Context: an optimization exercise on an open-source flow, tuned for small area and a short achievable clock period. The choices shown serve that exercise and are no tape-out recipe. Function was not checked in any run shown here: the RTL went through the layout flow alone.

## flow/design.v (module list and top-level ports; edited modules follow where they fit)
// module rs_enc: 874 lines
// module rs_dec: 2301 lines
// module case_ecc_codec: 37 lines
module case_ecc_codec (
    input  wire         clk,
    input  wire         rst,
    input  wire         enc_valid,
    input  wire [127:0] enc_data,
    output wire         enc_out_valid,
    output wire [31:0]  enc_out_check,
    input  wire         dec_valid,
    input  wire [159:0] dec_word,
    input  wire [19:0]  dec_erase,
    output wire         dec_out_valid,
    output wire [127:0] dec_out_data,
    output wire         dec_out_corrected,
    output wire         dec_out_uncorrectable,
    output wire [4:0]   dec_out_last_dev
);
  // ...
==> flow/flow/run.sh <==
#!/bin/bash
# Standard ORFS layout (standard.sh) with two changes:
#  - the port buffers are buf_2 cells instead of the delay buffers that
#    buffer_ports picks by default (every port still gets its buffer);
#  - timing repair aims below the clock period (repair_timing's setup
#    margin), so it keeps improving the worst paths past the constraint.
bash standard.sh SETUP_SLACK_MARGIN=11.3 TNS_END_PERCENT=100 \
    "BUFFER_PORTS_ARGS=-buffer_cell sky130_fd_sc_hd__buf_2" finish > standard.log 2>&1
==> flow/standard.sh <==
#!/bin/bash
# synth_recipe.tcl (not shown) runs the flow's synth.tcl, then flattens the netlist and writes it again
# the make line also repeats each setting of config.mk as NAME=value (left out here)
make -C /OpenROAD-flow-scripts/flow DESIGN_CONFIG=/design/flow/config.mk WORK_HOME=/design/flow/orfs CLKGATE_MAP_FILE= SYNTH_SCRIPT=/design/flow/synth_recipe.tcl "${@:-finish}"
==> flow/config.mk <==
export PLATFORM = sky130hd
export DESIGN_NAME = case_ecc_codec
export DESIGN_NICKNAME = case_ecc_codec
export VERILOG_FILES = /design/flow/design.v
export SDC_FILE = /design/flow/constraint.sdc
export NUM_CORES = 4
export LEC_CHECK = 0
export CAP_MARGIN = 20
export CORE_MARGIN = 2
export CORE_UTILIZATION = 35
export SLEW_MARGIN = 20
==> flow/constraint.sdc <==
create_clock -name core_clock -period 16.0 [get_ports {clk}]
set_input_delay 3.2000 -clock core_clock [delete_from_list [all_inputs] [get_ports {clk}]]
set_output_delay 3.2000 -clock core_clock [all_outputs]
set_load 0.01 [all_outputs]
==> impl_metrics.json, run 1 <==
{
  "status": "no timing/DRC/antenna violations",
  "max_stage_delay_ns": 0.40,
  "hold_viol_final": 0,
  "gp_congestion": 1.006,
  "met2_length_um": 138600,
  "syn-cell-area_mm2": 0.06378,
  "max_cap_viol_count": 0,
  "syn_inst": 7423,
  "pin_count": 481,
  "avgViaCountPerCell": 5.786,
  "drc": 0,
  "antenna_left": 0,
  "drv_slew": 0,
  "drt-wirelength-per-cell_um": 30.95,
  "cts_tree": "yes",
  "cts_resized": 626,
  "syn-num-nets": 7761,
  "synthMuxAreaShare": 0.01234,
  "final_common_cell": "xnor2_1",
  "slew_headroom": 0.1149,
  "synth_top_family_by_area": "XOR/XNOR gates",
  "synth-main-ff-cell": "dfxtp_1",
  "hold_path_startpoint": "u_dec.s0_1[4]$_DFF_P_",
  "cts.sinks": 894,
  "clk_share": 0.04100,
  "grt_overflow": 0,
  "end_kind": "flip-flop",
  "hold_path_end": "u_dec.s0_2[4]$_DFF_P_",
  "r2r_start": "u_dec.s0_2[4]$_DFF_P_",
  "synth.distinct_cells": 92,
  "dr_wl_met3_um": 35250,
  "tap_cells": 2370
}
==> run 2, diff against run 1 <==
--- a/flow/design.v
+++ b/flow/design.v
@@ -3175,105 +3175,105 @@
         s0_2   <= s0_1;
         wp2    <= e0_1 ? s1_1 : gf_sq(t0);
         zz2    <= gf_mul(e0_1 ? dd : 8'h01, ix);    
         tzero2 <= tzero_c;
         t0nz2  <= t0nz_c;
         chka2  <= chka_c;
     end
     reg        f0, ok, corr, szero;
-    reg [7:0]  ww, va, vb, x2s0;
+    reg [7:0]  s0z, va, vb, x2s0;
     reg [19:0] bel, bele, ma, mb, fixed, abv;
     reg [4:0]  last;
     reg [127:0] data_c;
     wire [159:0] cs;    
-    wire csx0 = s0_2[6] ^ s0_2[7];
-    wire csx1 = s0_2[4] ^ s0_2[5];
-    wire csx2 = s0_2[2] ^ s0_2[3];
-    wire csx3 = s0_2[0] ^ s0_2[1];
-    wire csx4 = s0_2[1] ^ csx0;
-    wire csx5 = s0_2[6] ^ csx1;
-    wire csx6 = s0_2[1] ^ s0_2[7];
-    wire csx7 = s0_2[3] ^ csx1;
-    wire csx8 = s0_2[4] ^ csx2;
-    wire csx9 = s0_2[0] ^ s0_2[5];
-    wire csx10 = s0_2[3] ^ s0_2[6];
-    wire csx11 = s0_2[5] ^ csx3;
-    wire csx12 = s0_2[0] ^ s0_2[7];
-    wire csx13 = s0_2[5] ^ s0_2[7];
-    wire csx14 = s0_2[2] ^ csx0;
-    wire csx15 = s0_2[4] ^ csx4;
-    wire csx16 = s0_2[2] ^ csx3;
-    wire csx17 = s0_2[3] ^ csx0;
-    wire csx18 = s0_2[3] ^ s0_2[7];
-    wire csx19 = s0_2[2] ^ csx13;
-    wire csx20 = s0_2[4] ^ csx12;
+    wire csx0 = s0z[6] ^ s0z[7];
+    wire csx1 = s0z[4] ^ s0z[5];
+    wire csx2 = s0z[2] ^ s0z[3];
+    wire csx3 = s0z[0] ^ s0z[1];
+    wire csx4 = s0z[1] ^ csx0;
+    wire csx5 = s0z[6] ^ csx1;
+    wire csx6 = s0z[1] ^ s0z[7];
+    wire csx7 = s0z[3] ^ csx1;
+    wire csx8 = s0z[4] ^ csx2;
+    wire csx9 = s0z[0] ^ s0z[5];
+    wire csx10 = s0z[3] ^ s0z[6];
+    wire csx11 = s0z[5] ^ csx3;
+    wire csx12 = s0z[0] ^ s0z[7];
+    wire csx13 = s0z[5] ^ s0z[7];
+    wire csx14 = s0z[2] ^ csx0;
+    wire csx15 = s0z[4] ^ csx4;
+    wire csx16 = s0z[2] ^ csx3;
+    wire csx17 = s0z[3] ^ csx0;
+    wire csx18 = s0z[3] ^ s0z[7];
+    wire csx19 = s0z[2] ^ csx13;
+    wire csx20 = s0z[4] ^ csx12;
     wire csx21 = csx2 ^ csx6;
-    wire csx22 = s0_2[0] ^ csx5;
-    wire csx23 = s0_2[5] ^ csx4;
-    wire csx24 = s0_2[6] ^ csx16;
+    wire csx22 = s0z[0] ^ csx5;
+    wire csx23 = s0z[5] ^ csx4;
+    wire csx24 = s0z[6] ^ csx16;
     wire csx25 = csx9 ^ csx17;
-    wire csx26 = s0_2[2] ^ csx5;
-    wire csx27 = s0_2[2] ^ csx1;
-    wire csx28 = s0_2[1] ^ csx7;
-    wire csx29 = s0_2[6] ^ csx2;
-    wire csx30 = s0_2[0] ^ csx8;
-    wire csx31 = s0_2[3] ^ s0_2[4];
-    wire csx32 = s0_2[1] ^ csx2;
-    wire csx33 = s0_2[4] ^ s0_2[6];
-    wire csx34 = s0_2[7] ^ csx1;
-    wire csx35 = s0_2[3] ^ csx13;
-    wire csx36 = s0_2[4] ^ csx17;
-    wire csx37 = s0_2[4] ^ csx14;
-    wire csx38 = s0_2[5] ^ csx29;
-    wire csx39 = s0_2[1] ^ s0_2[5];
+    wire csx26 = s0z[2] ^ csx5;
+    wire csx27 = s0z[2] ^ csx1;
+    wire csx28 = s0z[1] ^ csx7;
+    wire csx29 = s0z[6] ^ csx2;
+    wire csx30 = s0z[0] ^ csx8;
+    wire csx31 = s0z[3] ^ s0z[4];
+    wire csx32 = s0z[1] ^ csx2;
+    wire csx33 = s0z[4] ^ s0z[6];
+    wire csx34 = s0z[7] ^ csx1;
+    wire csx35 = s0z[3] ^ csx13;
+    wire csx36 = s0z[4] ^ csx17;
+    wire csx37 = s0z[4] ^ csx14;
+    wire csx38 = s0z[5] ^ csx29;
+    wire csx39 = s0z[1] ^ s0z[5];
     wire csx40 = csx10 ^ csx39;
-    wire csx41 = s0_2[1] ^ csx27;
+    wire csx41 = s0z[1] ^ csx27;
     wire csx42 = csx12 ^ csx27;
     wire csx43 = csx3 ^ csx31;
-    wire csx44 = s0_2[3] ^ csx15;
+    wire csx44 = s0z[3] ^ csx15;
     wire csx45 = csx2 ^ csx12;
     wire csx46 = csx9 ^ csx29;
-    wire csx47 = s0_2[2] ^ csx4;
+    wire csx47 = s0z[2] ^ csx4;
     wire csx48 = csx6 ^ csx27;
     wire csx49 = csx0 ^ csx11;
-    wire csx50 = s0_2[4] ^ csx3;
+    wire csx50 = s0z[4] ^ csx3;
     wire csx51 = csx10 ^ csx50;
-    wire csx52 = s0_2[0] ^ csx0;
+    wire csx52 = s0z[0] ^ csx0;
     wire csx53 = csx1 ^ csx52;
-    wire csx54 = s0_2[7] ^ csx2;
+    wire csx54 = s0z[7] ^ csx2;
     wire csx55 = csx9 ^ csx54;
-    wire csx56 = s0_2[3] ^ csx5;
-    wire csx57 = s0_2[2] ^ csx15;
+    wire csx56 = s0z[3] ^ csx5;
+    wire csx57 = s0z[2] ^ csx15;
     wire csx58 = csx1 ^ csx2;
     wire csx59 = csx10 ^ csx11;
     wire csx60 = csx6 ^ csx8;
-    wire csx61 = s0_2[0] ^ csx27;
+    wire csx61 = s0z[0] ^ csx27;
     wire csx62 = csx0 ^ csx2;
     wire csx63 = csx3 ^ csx62;
     wire csx64 = csx6 ^ csx31;
     wire csx65 = csx11 ^ csx14;
-    wire csx66 = s0_2[0] ^ csx29;
+    wire csx66 = s0z[0] ^ csx29;
     wire csx67 = csx3 ^ csx5;
-    wire csx68 = s0_2[2] ^ s0_2[5];
+    wire csx68 = s0z[2] ^ s0z[5];
     wire csx69 = csx6 ^ csx68;
-    wire csx70 = s0_2[0] ^ csx7;
-    wire csx71 = s0_2[2] ^ s0_2[7];
-    wire csx72 = s0_2[0] ^ s0_2[6];
-    wire csx73 = s0_2[6] ^ csx9;
-    assign cs[0] = s0_2[4];
-    assign cs[1] = s0_2[5];
+    wire csx70 = s0z[0] ^ csx7;
+    wire csx71 = s0z[2] ^ s0z[7];
+    wire csx72 = s0z[0] ^ s0z[6];
+    wire csx73 = s0z[6] ^ csx9;
+    assign cs[0] = s0z[4];
+    assign cs[1] = s0z[5];
     assign cs[2] = csx33;
     assign cs[3] = csx34;
     assign cs[4] = csx22;
     assign cs[5] = csx23;
     assign cs[6] = csx14;
     assign cs[7] = csx18;
     assign cs[8] = csx18;
-    assign cs[9] = s0_2[4];
+    assign cs[9] = s0z[4];
     assign cs[10] = csx35;
     assign cs[11] = csx36;
     assign cs[12] = csx7;
     assign cs[13] = csx22;
     assign cs[14] = csx23;
     assign cs[15] = csx14;
     assign cs[16] = csx14;
     assign cs[17] = csx18;
@@ -3382,61 +3382,61 @@
     assign cs[120] = csx26;
     assign cs[121] = csx25;
     assign cs[122] = csx69;
     assign cs[123] = csx70;
     assign cs[124] = csx16;
     assign cs[125] = csx32;
     assign cs[126] = csx30;
     assign cs[127] = csx28;
-    assign cs[128] = s0_2[0];
-    assign cs[129] = s0_2[1];
-    assign cs[130] = s0_2[2];
-    assign cs[131] = s0_2[3];
-    assign cs[132] = s0_2[4];
-    assign cs[133] = s0_2[5];
-    assign cs[134] = s0_2[6];
-    assign cs[135] = s0_2[7];
-    assign cs[136] = s0_2[7];
-    assign cs[137] = s0_2[0];
+    assign cs[128] = s0z[0];
+    assign cs[129] = s0z[1];
+    assign cs[130] = s0z[2];
+    assign cs[131] = s0z[3];
+    assign cs[132] = s0z[4];
+    assign cs[133] = s0z[5];
+    assign cs[134] = s0z[6];
+    assign cs[135] = s0z[7];
+    assign cs[136] = s0z[7];
+    assign cs[137] = s0z[0];
     assign cs[138] = csx6;
     assign cs[139] = csx71;
     assign cs[140] = csx18;
-    assign cs[141] = s0_2[4];
-    assign cs[142] = s0_2[5];
-    assign cs[143] = s0_2[6];
-    assign cs[144] = s0_2[6];
-    assign cs[145] = s0_2[7];
+    assign cs[141] = s0z[4];
+    assign cs[142] = s0z[5];
+    assign cs[143] = s0z[6];
+    assign cs[144] = s0z[6];
+    assign cs[145] = s0z[7];
     assign cs[146] = csx72;
     assign cs[147] = csx4;
     assign cs[148] = csx14;
     assign cs[149] = csx18;
-    assign cs[150] = s0_2[4];
-    assign cs[151] = s0_2[5];
-    assign cs[152] = s0_2[5];
-    assign cs[153] = s0_2[6];
+    assign cs[150] = s0z[4];
+    assign cs[151] = s0z[5];
+    assign cs[152] = s0z[5];
+    assign cs[153] = s0z[6];
     assign cs[154] = csx13;
     assign cs[155] = csx73;
     assign cs[156] = csx23;
     assign cs[157] = csx14;
     assign cs[158] = csx18;
-    assign cs[159] = s0_2[4];
+    assign cs[159] = s0z[4];
     always @(*) begin
         f0 = (ecnt2 == 2'd0);
         bel  = 20'd0;
         bele = 20'd0;
         for (j = 1; j < 20; j = j + 1) begin
             bel[j]  = bel[j-1] | hit2[j-1];
             bele[j] = bele[j-1] | e2[j-1];
         end
+        s0z = gf_mul(s0_2, zz2);
         x2s0 = 8'h00;
         for (j = 0; j < 20; j = j + 1)
             if (hit2[j] && bel[j]) x2s0 = x2s0 | cs[8*j +: 8];
-        ww = wp2 ^ (useb2 ? x2s0 : 8'h00);
-        va = gf_mul(ww, zz2);
+        va = gf_mul(wp2, zz2) ^ (useb2 ? x2s0 : 8'h00);
         vb = s0_2 ^ va;
         szero = tzero2 && (s0_2 == 8'h00);
         case (ecnt2)
             2'd0: ok = useb2 ? ((hit2 & bel) != 20'd0)    
                              : (szero || (t0nz2 && chka2 && (hit2 != 20'd0)));
             2'd1: ok = tzero2 || (t0nz2 && chka2 && ((hit2 & ~e2) != 20'd0));
             2'd2: ok = tzero2 || (t0nz2 && chka2 && ((hit2 & e2 & bele) != 20'd0));
             default: ok = 1'b0;
==> run 2 against run 1 <==
Against the previous run:
- clock-buffer cell count increased by 2
- non-clock buffer count decreased by 26
- still clean
- synthesized cell count decreased by 1.4%
- final area decreased by 2.9%
- clock skew decreased by 0.025 ns
- critical endpoint is now u_dec.out_data[51]$_DFF_P_
==> impl_metrics.json, run 2 <==
{
  "status": "no timing/DRC/antenna violations",
  "cts_buffers": 90,
  "syn_inst": 7322,
  "synth.distinct_cells": 92,
  "cts_buffer_depth": 3,
  "critPathRequiredTime_ns": 16.67,
  "synthMuxAreaShare": 0.009893,
  "dr_wl_met3_um": 30870,
  "clk_pin_slew_ns": 0.07,
  "drt-wirelength-per-cell_um": 28.14,
  "worstSkewPairLatency_ns": 0.76,
  "gp_congestion": 1.065,
  "crit_path_start_kind": "flip-flop",
  "syn-num-nets": 7656,
  "die_area_mm2": 0.1845,
  "core_area_mm2": 0.1804,
  "firstDrtPassIters": 9,
  "vias": 58550,
  "synth_xor_area_frac": 0.4416,
  "fin_crit_ns": 5.016,
  "synthTopCellsByCount": "xnor2_1 (2,341), dfxtp_1 (894), xor2_1 (708), nand2_1 (515), nor2_1 (419)",
  "synth_top_family_by_area": "XOR/XNOR gates",
  "wirelength_um": 293300,
  "htreeDepth": 3,
  "crit_fanout": 12,
  "synth_area_per_cell_um2": 8.654,
  "fmax_ghz": 0.1994,
  "cts.sinks": 894,
  "synth-adder-area-share": 0.005292,
  "drive_above_1_share": 0.2161,
  "final_common_cell": "xnor2_1",
  "fin_skew_ns": 0.07665,
  "antenna_left": 0,
  "place_area_mm2": 0.06899,
  "synth_most_common_cell": "xnor2_1",
  "avgViaCountPerCell": 5.618,
  "slew_headroom": 0.1685,
  "dp_hpwl_um": 217300,
  "setup_viol": 0,
  "path_class": "flip-flop to flip-flop",
  "rsz0062_at_grt": "true",
  "tightestPinTransition_ns": 1.239,
  "antenna_found_initial": 38,
  "hold_viol_final": 0,
  "regMostFlops": "u_dec.w0",
  "max_cap_viol_count": 0,
  "area_delta_synth_final_pct": 25.35,
  "met2_length_um": 127100,
  "synth-main-ff-cell": "dfxtp_1",
  "yosys_warnings": 2,
  "largest_reg_flops": 160,
  "synth-seq-cells": 894,
  "fp-row-count": 156,
  "yosys.area_share.simple": 0.1157,
  "grt_pass1_vias": 54550,
  "async_reset_ff_frac": 0,
  "fp.dieW_um": 429.5,
  "start_util": 0.3513,
  "fin_util": 0.4404,
  "layout_common_cells": "xnor2_1 (2,187), dfxtp_1 (843), xor2_1 (658)",
  "grt_overflow": 0,
  "io_buffers": 480,
  "clockRootBuffer": "clkbuf_16",
  "drt_iter0_drc": 7927,
  "drc": 0,
  "period_share": 0.3135,
  "end_kind": "flip-flop",
  "die_h_um": 429.5,
  "grt_max_degree": 85,
  "grt_usage": 0.2972,
  "synth_seq_area_share": 0.2824,
  "fin_tns_setup_ns": 0,
  "yosys.area.top_type": "xnor2_1",
  "met1_length_um": 112700,
  "layout.nets": 8297,
  "drv_slew": 0,
  "synth-compound-area-share": 0.1132,
  "cts_tree": "yes",
  "yosys-top-cells-area": "xnor2_1 (32%), dfxtp_1 (28%), xor2_1 (9.8%)",
  "worstPathArrival_ns": 5.69,
  "synth_top_area_frac": 0.3236,
  "syn-cell-area_mm2": 0.06337,
  "min_path_type": "flip-flop to flip-flop",
  "top_layer": "met5",
  "pin_count": 481,
  "final_area_mm2": 0.07943,
  "synth_edf_count": 0,
  "grt_pass1_wl_um": 401300
}
[run 2: layer usage]
metal / global-route usage / vias to the layer above
met5: 0 / -
met4: 0.1814 / 22
met3: 0.06154 / 1106
met2: 0.4576 / 3960
met1: 0.3802 / 27930
li1: - / 25540
[run 2: repair_timing]
action,in CTS,in global routing
setup endpoints to repair,178,170
gates resized for setup,400,424
pin swaps,115,220
endpoints found under the hold margin,0,0
cloned,19,22
hold buffers,0,0
setup buffers,139,122
[run 2: cells by family (layout without fill, tap and decap cells)]
family / Yosys count / after routing
DFF: 894 / 894
AOI/OAI and AO/OA: 1103 / 1103
and+or+nand+nor: 1607 / 1609
adders and majority gates: 28 / 28
muxes: 60 / 62
buffers and inverters: 523 / 1233
other: 0 / 14
xor gates and xnor gates: 3107 / 3109
[run 2: worst paths after layout]
path	start	endpoint	slack [ns]	depth (start not counted)
max	u_dec.s0_2[3]$_DFF_P_	u_dec.out_data[51]$_DFF_P_	10.98	20
min	u_dec.data1[37]$_DFF_P_	u_dec.data2[37]$_DFF_P_	0.25	0
max reg2reg	u_dec.s0_2[3]$_DFF_P_	u_dec.out_data[51]$_DFF_P_	10.98	20
min reg2reg	u_dec.data1[37]$_DFF_P_	u_dec.data2[37]$_DFF_P_	0.25	0
[run 2: cell type report]
type	count	area [um2]
diodes	14	35.03
clock buffers	117	2534
clock inverters	50	807.0
fillers	17450	100900
inverters	90	367.9
multi-input cells	5911	47080
flip-flops and latches	894	17990
well taps	2370	2965
repair buffers	975	7642
repair inverters	1	5.005
[run 2: worst max-delay path: stages, from the launching register on]
cell and delay, ns:
dfxtp_4 0.35, buf_12 0.12, buf_4 0.16, mux2_2 0.30, a221oi_4 0.28, xor2_1 0.19, xnor3_2 0.40, xnor2_4 0.18
buf_4 0.17, buf_12 0.14, xnor2_4 0.16, xor2_1 0.19, o22ai_2 0.11, a211oi_2 0.21, o211ai_1 0.20, o41ai_4 0.58
xor2_2 0.28, buf_12 0.19, o21ai_0 0.12, a21oi_2 0.40, xor2_2 0.24
[run 2: per-stage QoR]
step | setup WS (ns) | hold WS [ns] | std cells
floorplan | 11.33 | 0.3096 | 7322
global placement | 9.371 | 0.3096 | 9937
detailed placement | 9.484 | 0.3120 | 9938
CTS | 11.10 | 0.2621 | 10260
global route | 10.84 | 0.2846 | 10410
finish | 10.98 | 0.2505 | 10420

-- port drivers added, routing unchanged --
No port has a modelled driver above. Below, the same layouts with a new extraction and two added sets of constraints.
Step 1 assumes that a clkbuf_16 drives the clock port and a buf_2 every other input.
Step 2 adds t to the input delays and takes it off the output delays; t is the mean of the earliest and latest rising clock arrival at the registers after step 1. Input paths then give back, and output paths get back, about the clock's delay inside the block.
Slacks: ideal / step 1 / step 2; pairs: ideal / step 1.
| run | shift t [ns] | setup WS [ns] | worst setup path at the end |
|---|---|---|---|
| run 1 | 0.818 | 10.534 / 10.534 / 10.534 | register to register |
| run 2 | 0.805 | 10.984 / 10.984 / 10.984 | register to register |
After both steps every run listed still meets setup and hold.
